From an optimization exercise on the open Yosys and OpenROAD flow, aimed at small area, a short achievable clock period and few clock cycles; shortcuts taken in it are not production practice.
At most, simulation tests tie the RTL to the original design; equivalence was not proved.
No activity file was given, so power comes from the tool's default toggle rates.

==> flow/design.v <==
module pvc_encoder (
    input  wire        clk,
    input  wire        rst,
    input  wire        in_valid,
    output reg         in_ready,
    input  wire [19:0] in_x,
    input  wire [19:0] in_last,
    input  wire [19:0] in_desc,
    input  wire        in_force,
    input  wire        in_eob,
    output reg         r_valid,
    output reg  [19:0] r_value,
    output reg         w_valid,
    input  wire        w_ready,
    output wire [19:0] w_data,
    output reg         w_last,
    output reg  [13:0] w_bits
);
    localparam integer T = 43;           
    localparam integer N = T + 24;       
    integer i;
    reg        v0, f0, e0;
    reg [19:0] x0, l0, d0;
    reg [20:0] sx0;                       
    reg        v1, e1;
    reg [20:0] g1;                        
    reg [4:0]  s1;                        
    reg [4:0]  w1;                        
    reg [N-1:0] buffer;
    reg [6:0]   cnt;                      
    reg [2:0]   lastpos;                  
    reg         ok;                       
    reg [13:0]  bacc;                     
    reg         en0;                      
    wire en1 = !v1 || ok;                 
    wire ins = v1 && ok;
    always @(posedge clk) begin
        if (en0) begin
            x0 <= in_x;
            l0 <= in_last;
            d0 <= in_desc;
            f0 <= in_force;
            e0 <= in_eob;
            sx0 <= {in_desc[16] & in_x[19], in_x} - {in_desc[16] & in_last[19], in_last};
        end
    end
    wire [2:0]  mode  = d0[19:17];
    wire        sg    = d0[16];
    wire [3:0]  q     = d0[15:12];
    wire [11:0] dband = d0[11:0];
    wire m_ex = (mode == 3'd0);
    wire m_dl = (mode == 3'd1);
    wire m_bd = (mode == 3'd2);
    wire m_db = (mode == 3'd3);
    wire m_bb = !(m_ex | m_dl | m_bd | m_db);
    wire [11:0] qmask = ~(12'hfff << q);
    wire [11:0] half  = qmask & ~{1'b0, qmask[11:1]};
    reg [15:0] rbv, lsbv, stkv, all1v;
    always @* begin
        for (i = 0; i < 16; i = i + 1) begin
            rbv[i]   = (i >= 1 && i <= 12) ? x0[(i >= 1) ? i - 1 : 0] : 1'b0;
            lsbv[i]  = (i <= 12) ? x0[i] : 1'b0;
            stkv[i]  = (i >= 2 && i <= 12) ? |(x0[11:0] & ((12'd1 << ((i >= 1) ? i - 1 : 0)) - 12'd1)) : 1'b0;
            all1v[i] = (i <= 12) ? &(x0[18:0] | ((19'd1 << i) - 19'd1)) : 1'b0;
        end
    end
    wire [19:0] xo   = x0 | {8'd0, qmask};
    wire        rb   = rbv[q];
    wire        lsb  = lsbv[q];
    wire        stk  = stkv[q];
    wire        up   = rb & (stk | lsb);
    wire        clampblk = all1v[q] & (sg ? ~x0[19] : x0[19]);
    wire        up2  = up & ~clampblk;
    wire [19:0] inc  = xo + 20'd1;
    wire [19:0] vp   = up2 ? inc : (x0 & ~{8'd0, qmask});
    wire [11:0] xnl  = ~x0[11:0];
    wire [21:0] svu  = {sx0, 1'b1} + {9'd0, qmask & xnl, 1'b1};
    wire [21:0] svd  = {sx0, 1'b1} + {9'h1ff, xnl | ~qmask, 1'b1};
    wire [20:0] sv   = up2 ? svu[21:1] : svd[21:1];
    wire [20:0] s    = m_bb ? sv : sx0;
    wire [19:0] dlt  = sx0[19:0];
    wire        sneg   = s[20];
    wire        gt_pos = (s[11:0] > dband);
    wire        ge_neg = (~s[11:0] >= dband);
    wire        p_pos  = (|s[19:12]) | gt_pos;
    wire        p_neg  = ~(&s[19:12]) | ge_neg;
    wire        pass   = f0 | (sneg ? p_neg : p_pos);
    wire [19:0] dmag = dlt ^ {20{dlt[19]}};
    reg  [4:0]  n;
    always @* begin
        n = 5'd1;
        for (i = 0; i < 19; i = i + 1)
            if (dmag[i]) n = i[4:0] + 5'd2;
    end
    wire        dsmall = (dmag[18:14] == 5'd0);
    reg  [14:0] dmask;
    always @* begin
        dmask[0] = 1'b1;
        for (i = 1; i < 15; i = i + 1)
            dmask[i] = |(dmag[13:0] >> (i - 1));
    end
    reg [20:0] g;
    reg [4:0]  sa;
    reg [4:0]  w;
    always @* begin
        g = {1'b0, x0}; sa = 5'd12; w = 5'd20;
        if (m_dl) begin
            if (dsmall) begin
                g = {1'b0, dlt & {5'd0, dmask}, n[3:0]};
                w = n + 5'd4;
            end else begin
                sa = 5'd16;                   
                w = 5'd24;
            end
        end else if (m_bd) begin
            g = {1'b0, vp}; sa = 5'd12 - {1'b0, q}; w = 5'd20 - {1'b0, q};
        end else if (m_db) begin
            g = pass ? {x0, 1'b1} : 21'd0;
            w = pass ? 5'd21 : 5'd1;
        end else if (m_bb) begin
            g = pass ? {1'b0, vp | {8'd0, half}} : 21'd0;
            sa = 5'd13 - {1'b0, q};
            w = pass ? (5'd21 - {1'b0, q}) : 5'd1;
        end
    end
    wire [19:0] r = ((m_db | m_bb) & !pass) ? l0 : ((m_bd | m_bb) ? vp : x0);
    always @(posedge clk) begin
        r_value <= r;
        if (en1) begin
            g1 <= g;
            s1 <= sa;
            w1 <= w;
            e1 <= e0;
        end
    end
    wire [6:0]    sh    = cnt + {2'd0, s1};
    wire [20:0]   g1g   = g1 & {21{ins}};
    wire [N+32:0] big   = {{N{1'b0}}, g1g, 12'd0} << sh;
    wire [N-1:0]  insv  = big[N+23:24];
    wire          emit  = w_valid && w_ready;
    wire [N-1:0]  b1    = buffer | insv;
    wire [N-1:0]  bnext = emit ? {20'd0, b1[N-1:20]} : b1;
    wire [6:0]    csum  = cnt + {2'd0, w1};
    wire [2:0]    cw    = (csum > 7'd60) ? 3'd4 : (csum > 7'd40) ? 3'd3 :
                          (csum > 7'd20) ? 3'd2 : 3'd1;
    wire [6:0]    cround = (csum > 7'd60) ? 7'd80 : (csum > 7'd40) ? 7'd60 :
                           (csum > 7'd20) ? 7'd40 : 7'd20;
    wire          eins  = ins && e1;
    wire [6:0]    c1    = ins ? (e1 ? cround : csum) : cnt;
    wire [2:0]    lp1   = eins ? cw : lastpos;
    wire [6:0]    cnext = emit ? c1 - 7'd20 : c1;
    wire [2:0]    lpnext = (emit && lp1 != 3'd0) ? lp1 - 3'd1 : lp1;
    wire          v1next = en1 ? v0 : v1;
    wire          e1next = en1 ? e0 : e1;
    wire [6:0]    c1e   = c1 - 7'd20;
    wire [2:0]    lp1e  = (lp1 != 3'd0) ? lp1 - 3'd1 : 3'd0;
    wire          ok_n  = (c1 <= T) && !(e1next && (lp1 != 3'd0));
    wire          ok_e  = (c1e <= T) && !(e1next && (lp1e != 3'd0));
    wire          oknext = emit ? ok_e : ok_n;
    wire          v0next = in_ready ? in_valid : v0;
    assign w_data = buffer[19:0];
    wire [13:0]   bsum  = bacc + {9'd0, w1};
    always @(posedge clk) begin
        if (eins)
            w_bits <= bsum;
    end
    always @(posedge clk) begin
        if (rst) begin
            v0       <= 1'b0;
            v1       <= 1'b0;
            in_ready <= 1'b0;
            en0      <= 1'b1;
            ok       <= 1'b1;
            buffer   <= {N{1'b0}};
            cnt      <= 7'd0;
            lastpos  <= 3'd0;
            w_valid  <= 1'b0;
            w_last   <= 1'b0;
            bacc     <= 14'd0;
            r_valid  <= 1'b0;
        end else begin
            v0       <= v0next;
            v1       <= v1next;
            ok       <= oknext;
            in_ready <= !v0next || !v1next || oknext;
            en0      <= !(v0next && v1next && !oknext);
            r_valid  <= v0 && en1;
            buffer   <= bnext;
            cnt      <= cnext;
            lastpos  <= lpnext;
            w_valid  <= emit ? (c1e >= 7'd20) : (c1 >= 7'd20);
            w_last   <= emit ? (lp1e == 3'd1) : (lp1 == 3'd1);
            if (ins)
                bacc <= e1 ? 14'd0 : bsum;
        end
    end
endmodule
clock: 18.0 ns
lec_check: 0
abc_area: 1
cap_margin: 20
core_margin: 2
core_utilization: 40
cts_buf_list: sky130_fd_sc_hd__clkbuf_8
cts_cluster_size: 30
slew_margin: 20
standard.sh (not shown) runs the stock make flow with config.mk's settings and CLKGATE_MAP_FILE= SYNTH_SCRIPT=/design/flow/synth_recipe.tcl, a recipe that flattens the netlist after the stock synthesis.
==> flow/flow/run.sh <==
#!/bin/bash
# Standard ORFS layout; setup repair aims below the clock period (the SDC is
# unchanged, only repair_timing's margin). Extra make settings, one per line,
# come from flow/knobs.txt.
set -euo pipefail
cd "$(dirname "$0")/.."
mapfile -t KNOBS < flow/knobs.txt
bash standard.sh synth > synth.log 2>&1
bash standard.sh "${KNOBS[@]}" finish > layout.log 2>&1
==> flow/flow/knobs.txt <==
SETUP_SLACK_MARGIN=12.5
BUFFER_PORTS_ARGS=-buffer_cell sky130_fd_sc_hd__buf_2
The starting point finished clean.
Testbench counts at the start, summed over its fixed seeds: cycles 33,907.
Edit:
--- a/flow/design.v
+++ b/flow/design.v
@@ -21,7 +21,8 @@
     integer i;
     reg        v0, f0, e0;
     reg [19:0] x0, l0, d0;
-    reg [20:0] sx0;                       
+    reg [11:0] sxl0;                      
+    reg        sxc0;                      
     reg        v1, e1;
     reg [20:0] g1;                        
     reg [4:0]  s1;                        
@@ -41,7 +42,7 @@
             d0 <= in_desc;
             f0 <= in_force;
             e0 <= in_eob;
-            sx0 <= {in_desc[16] & in_x[19], in_x} - {in_desc[16] & in_last[19], in_last};
+            {sxc0, sxl0} <= {1'b0, in_x[11:0]} + {1'b0, ~in_last[11:0]} + 13'd1;
         end
     end
     wire [2:0]  mode  = d0[19:17];
@@ -73,10 +74,16 @@
     wire        up2  = up & ~clampblk;
     wire [19:0] inc  = xo + 20'd1;
     wire [19:0] vp   = up2 ? inc : (x0 & ~{8'd0, qmask});
+    wire [8:0]  shi  = {sg & x0[19], x0[19:12]} + ~{sg & l0[19], l0[19:12]} + {8'd0, sxc0};
+    wire [8:0]  ship = shi + 9'd1;
+    wire [8:0]  shim = shi - 9'd1;
+    wire [20:0] sx0  = {shi, sxl0};
     wire [11:0] xnl  = ~x0[11:0];
-    wire [21:0] svu  = {sx0, 1'b1} + {9'd0, qmask & xnl, 1'b1};
-    wire [21:0] svd  = {sx0, 1'b1} + {9'h1ff, xnl | ~qmask, 1'b1};
-    wire [20:0] sv   = up2 ? svu[21:1] : svd[21:1];
+    wire [12:0] svul = {1'b0, sxl0} + {1'b0, qmask & xnl} + 13'd1;
+    wire [12:0] svdl = {1'b0, sxl0} + {1'b0, xnl | ~qmask} + 13'd1;
+    wire [20:0] svu  = {svul[12] ? ship : shi, svul[11:0]};
+    wire [20:0] svd  = {svdl[12] ? shi : shim, svdl[11:0]};
+    wire [20:0] sv   = up2 ? svu : svd;
     wire [20:0] s    = m_bb ? sv : sx0;
     wire [19:0] dlt  = sx0[19:0];
     wire        sneg   = s[20];
=>
- setup slack degrades by 0.18 ns
- sequential power falls by 3.9%
- combinational power rises by about 9%
- hold slack improves by 0.018 ns
- maximum frequency falls by 3.1%
- routed wire length falls by 6.8%
The RTL of the second run of this note was laid out without a check of its function.

## what the ideal ports hide
In the flow no input, the clock included, has a driving cell. The finished layouts below were timed again as built, in two steps.
Step 1 (the two cells are an assumption about what drives the block):
set clk [get_ports {clk}]
set_driving_cell -lib_cell sky130_fd_sc_hd__clkbuf_16 $clk
set_driving_cell -lib_cell sky130_fd_sc_hd__buf_2 [delete_from_list [all_inputs] $clk]
Step 2 moves the port delays by t, midway between the first and last clock arrival at a register: inputs arrive t later, outputs are due t later. That takes back most of the time a late clock gives input paths.
Slacks: no drivers / after step 1 / after step 2; pairs: no drivers / after step 1.
| run | t (ns) | setup slack, ns | pins driven straight from the clock port |
|---|---|---|---|
| the first run | 0.692 | 12.488 / 12.494 / 11.802 | 1 |
| the second run | 0.683 | 12.313 / 12.313 / 12.072 | 1 |
After both steps setup and hold are still met in every run listed. The setup slack of the first run, which loses most, moves by +0.006 ns with the drivers and by -0.686 ns with both steps.
